This is an optimization exercise on Yosys and OpenROAD, whose aim is small area and a short achievable clock period, not a production implementation. At most, simulation tests tie the RTL to the original design; equivalence was not proved.

## lc8b10b_slot
module lc8b10b_slot (
    input  wire         clk,
    input  wire         rst,         
    input  wire         in_valid,
    input  wire         in_entry,    
    input  wire [159:0] in_sym,
    output wire         out_valid,
    output reg  [159:0] out_sym,     
    output reg  [127:0] out_data,    
    output reg  [15:0]  out_k,       
    output reg  [15:0]  out_err      
);
Size: about 210 flip-flops, about 490 I/O pins, about 20000 µm² of cells after synthesis.
==> module lc8b10b_slot, before the edit <==
module lc8b10b_slot (
    input  wire         clk,
    input  wire         rst,         
    input  wire         in_valid,
    input  wire         in_entry,    
    input  wire [159:0] in_sym,
    output wire         out_valid,
    output reg  [159:0] out_sym,     
    output reg  [127:0] out_data,    
    output reg  [15:0]  out_k,       
    output reg  [15:0]  out_err      
);
  reg [159:0] r_nsym;                 
  wire [159:0] r_sym = ~r_nsym;
  reg [15:0]  r_err, r_okn, r_dfl;
  reg         r_valid;
  reg         st_n, st_p, st_t;
  assign out_valid = r_valid;
  wire [15:0]  okn, okp, gn, gp, dfl;    
  wire [127:0] byt;                 
  wire [15:0]  kk, a6, mfj, mgh;
  genvar g;
  generate
    for (g = 0; g < 16; g = g + 1) begin : sym
      lc_rx_sym rx (.w(in_sym[10*g +: 10]), .okn(okn[g]), .okp(okp[g]), .gn(gn[g]), .gp(gp[g]),
                    .dfl(dfl[g]));
      lc_tx_sym tx (.w(r_sym[10*g +: 10]), .byt(byt[8*g +: 8]), .kk(kk[g]),
                    .a6(a6[g]), .mfj(mfj[g]), .mgh(mgh[g]));
    end
  endgenerate
  reg [15:0] gn2, gp2, qn, qp, ft, qt;    
  reg [15:0] pn, pp;                      
  reg [15:0] bad;
  reg        sn, sp, t0;
  reg [9:0]  w, msk;
  reg        nw;
  reg [159:0] sym_n;
  integer    i, l, m;
  always @* begin
    gn2 = gn;
    gp2 = gp;
    for (l = 0; l < 4; l = l + 1) begin    
      qn = gn2;
      qp = gp2;
      for (i = 0; i < 16; i = i + 1)
        if (i >= (1 << l)) begin
          m = i - (1 << l);
          gn2[i] = qn[i] | (~qp[i] & qn[m]);
          gp2[i] = qp[i] | (~qn[i] & qp[m]);
        end
    end
    sn = st_n & ~in_entry;
    sp = st_p & ~in_entry;
    pn = {gn2[14:0] | (~gp2[14:0] & {15{sn}}), sn};
    pp = {gp2[14:0] | (~gn2[14:0] & {15{sp}}), sp};
    for (i = 0; i < 16; i = i + 1) begin
      bad[i] = ~((~pp[i] & okn[i]) | (~pn[i] & okp[i]));
      sym_n[10*i +: 10] = bad[i] ? 10'b0001011110 : in_sym[10*i +: 10];
    end
  end
  always @* begin
    ft = r_dfl;    
    for (l = 0; l < 4; l = l + 1) begin
      qt = ft;
      for (i = 0; i < 16; i = i + 1)
        if (i >= (1 << l))
          ft[i] = qt[i] ^ qt[i - (1 << l)];
    end
    t0 = st_t;
    for (i = 0; i < 16; i = i + 1) begin
      out_err[i] = r_err[i];
      out_k[i]   = kk[i];
      out_data[8*i +: 8] = byt[8*i +: 8];
      w   = r_sym[10*i +: 10];
      msk = {mfj[i], mgh[i], mgh[i], mfj[i], {6{a6[i]}}};
      if (i == 0)
        nw = ~(t0 ^ r_okn[i]);
      else
        nw = ~(ft[i-1] ^ (t0 ^ r_okn[i]));
      out_sym[10*i +: 10] = w ^ (msk & {10{nw}});
    end
  end
  always @(posedge clk) begin
    r_nsym  <= ~sym_n;
    r_err   <= bad;
    r_okn   <= okn | bad;
    r_dfl   <= dfl & ~bad;    
    if (rst) begin
      r_valid <= 1'b0;
      st_n    <= 1'b0;
      st_p    <= 1'b0;
      st_t    <= 1'b0;
    end else begin
      r_valid <= in_valid;
      if (in_valid) begin
        st_n <= gn2[15] | (~gp2[15] & sn);
        st_p <= gp2[15] | (~gn2[15] & sp);
      end
      if (in_valid & in_entry)
        st_t <= 1'b0;
      else if (r_valid)
        st_t <= t0 ^ ft[15];
    end
  end
endmodule
Settings: LEC_CHECK=0, CAP_MARGIN=20, CORE_MARGIN=2, CORE_UTILIZATION=40, CTS_BUF_LIST=sky130_fd_sc_hd__clkbuf_4, CTS_CLUSTER_SIZE=20, PLACE_DENSITY=0.85, SLEW_MARGIN=20, TNS_END_PERCENT=20; clock period 175.0 ns.
standard.sh (not shown) runs the stock make flow with config.mk's settings and CLKGATE_MAP_FILE= SYNTH_SCRIPT=/design/flow/synth_recipe.tcl, a recipe that flattens the netlist after the stock synthesis.
==> flow/flow/run.sh <==
#!/bin/bash
# The standard layout (standard.sh), with four changes to how it is made:
# - synthesis maps with ABC's &nf mapper (flow/abc_map.script) instead of
#   ORFS's script, through flow/synth.tcl, which is synth_recipe.tcl with only
#   the ABC script swapped;
# - no full/half-adder extraction before ABC (ADDER_MAP_FILE empty);
# - ports are buffered with sky130_fd_sc_hd__buf_1;
# - ORFS's timing repair aims for 136.3 ns of setup slack (SETUP_SLACK_MARGIN)
#   instead of 0, so it sizes the slowest paths of this design up. The clock,
#   its period and all constraints are the standard flow's own, unchanged.
# Each tool's output goes to the ORFS logs under orfs/logs; make's own output
# to flow_make.log here.
set -euo pipefail
W=$(pwd)
export FLOW_ABC_SCRIPT=$W/flow/abc_map.script
bash standard.sh "SYNTH_SCRIPT=$W/flow/synth.tcl" "ADDER_MAP_FILE=" \
  "BUFFER_PORTS_ARGS=-buffer_cell sky130_fd_sc_hd__buf_1" SETUP_SLACK_MARGIN=136.3 finish > flow_make.log 2>&1
test -s out/final.def
==> flow/flow/abc_map.script <==
strash; &get -n; &nf -R 1000; &put; topo; stime -c
==> flow/flow/synth.tcl <==
# The standard flow's synthesis script (synth_recipe.tcl) with ABC's mapping script replaced
# by the one named in FLOW_ABC_SCRIPT.
proc synth {args} { yosys synth -nofsm -noshare {*}$args }
proc abc {args} {
  set i [lsearch -exact $args -script]
  if { $i >= 0 } { lset args [expr {$i + 1}] $::env(FLOW_ABC_SCRIPT) }
  yosys abc {*}$args
}
source $::env(SCRIPTS_DIR)/synth.tcl
# left out here: clear keep_hierarchy, flatten, clean up, hide names made inside functions, write 1_2_yosys.v
==> next run, changes <==
--- a/flow/design.v
+++ b/flow/design.v
@@ -38,14 +38,14 @@
   integer    i, l, m;
   always @* begin
     gn2 = gn;
     gp2 = gp;
-    for (l = 0; l < 4; l = l + 1) begin    
+    for (l = 0; l < 4; l = l + 1) begin
       qn = gn2;
       qp = gp2;
       for (i = 0; i < 16; i = i + 1)
-        if (i >= (1 << l)) begin
-          m = i - (1 << l);
+        if ((i >> l) & 1) begin
+          m = ((i >> l) << l) - 1;
           gn2[i] = qn[i] | (~qp[i] & qn[m]);
           gp2[i] = qp[i] | (~qn[i] & qp[m]);
         end
     end
@@ -58,14 +58,16 @@
       sym_n[10*i +: 10] = bad[i] ? 10'b0001011110 : in_sym[10*i +: 10];
     end
   end
   always @* begin
-    ft = r_dfl;    
+    ft = r_dfl;
     for (l = 0; l < 4; l = l + 1) begin
       qt = ft;
       for (i = 0; i < 16; i = i + 1)
-        if (i >= (1 << l))
-          ft[i] = qt[i] ^ qt[i - (1 << l)];
+        if ((i >> l) & 1) begin
+          m = ((i >> l) << l) - 1;
+          ft[i] = qt[i] ^ qt[m];
+        end
     end
     t0 = st_t;
     for (i = 0; i < 16; i = i + 1) begin
       out_err[i] = r_err[i];
=> Global-route usage drops by 0.85 points. Clock skew goes down by 5.1 ps. Design area is lower slightly. Non-clock buffer count rose by 8. Hold slack degrades by 4.8 ps.
No functional check of the RTL was part of the first run of this note.

## static timing again, ports no longer ideal
In the flow no input, the clock included, has a driving cell. The finished layouts below were timed again as built, in two steps. Step 1 (the two cells are an assumption about what drives the block):
set clk [get_ports {clk}]
set_driving_cell -lib_cell sky130_fd_sc_hd__clkbuf_16 $clk
set_driving_cell -lib_cell sky130_fd_sc_hd__buf_2 [delete_from_list [all_inputs] $clk]
Step 2, shift: input delay + t, output delay - t, t = (earliest + latest rising clock arrival at the registers) / 2. This alone moves slack from input paths to output paths. Slacks: no drivers / after step 1 / after step 2; pairs: no drivers / after step 1.
run	t, ns	slack for setup (ns)	worst hold slack (ns)	latest minus earliest clock arrival (ns)	worst slew at a driven data input, ns
the first run	0.811	136.391 / 136.341 / 135.651	0.526 / 0.526 / 0.526	0.058 / 0.058	0.10
the second run	0.803	136.475 / 136.434 / 135.878	0.521 / 0.521 / 0.521	0.060 / 0.061	0.09
After both steps every run listed still meets setup and hold. The setup slack of the first run, which loses most, moves by -0.050 ns with the drivers and by -0.740 ns with both steps.
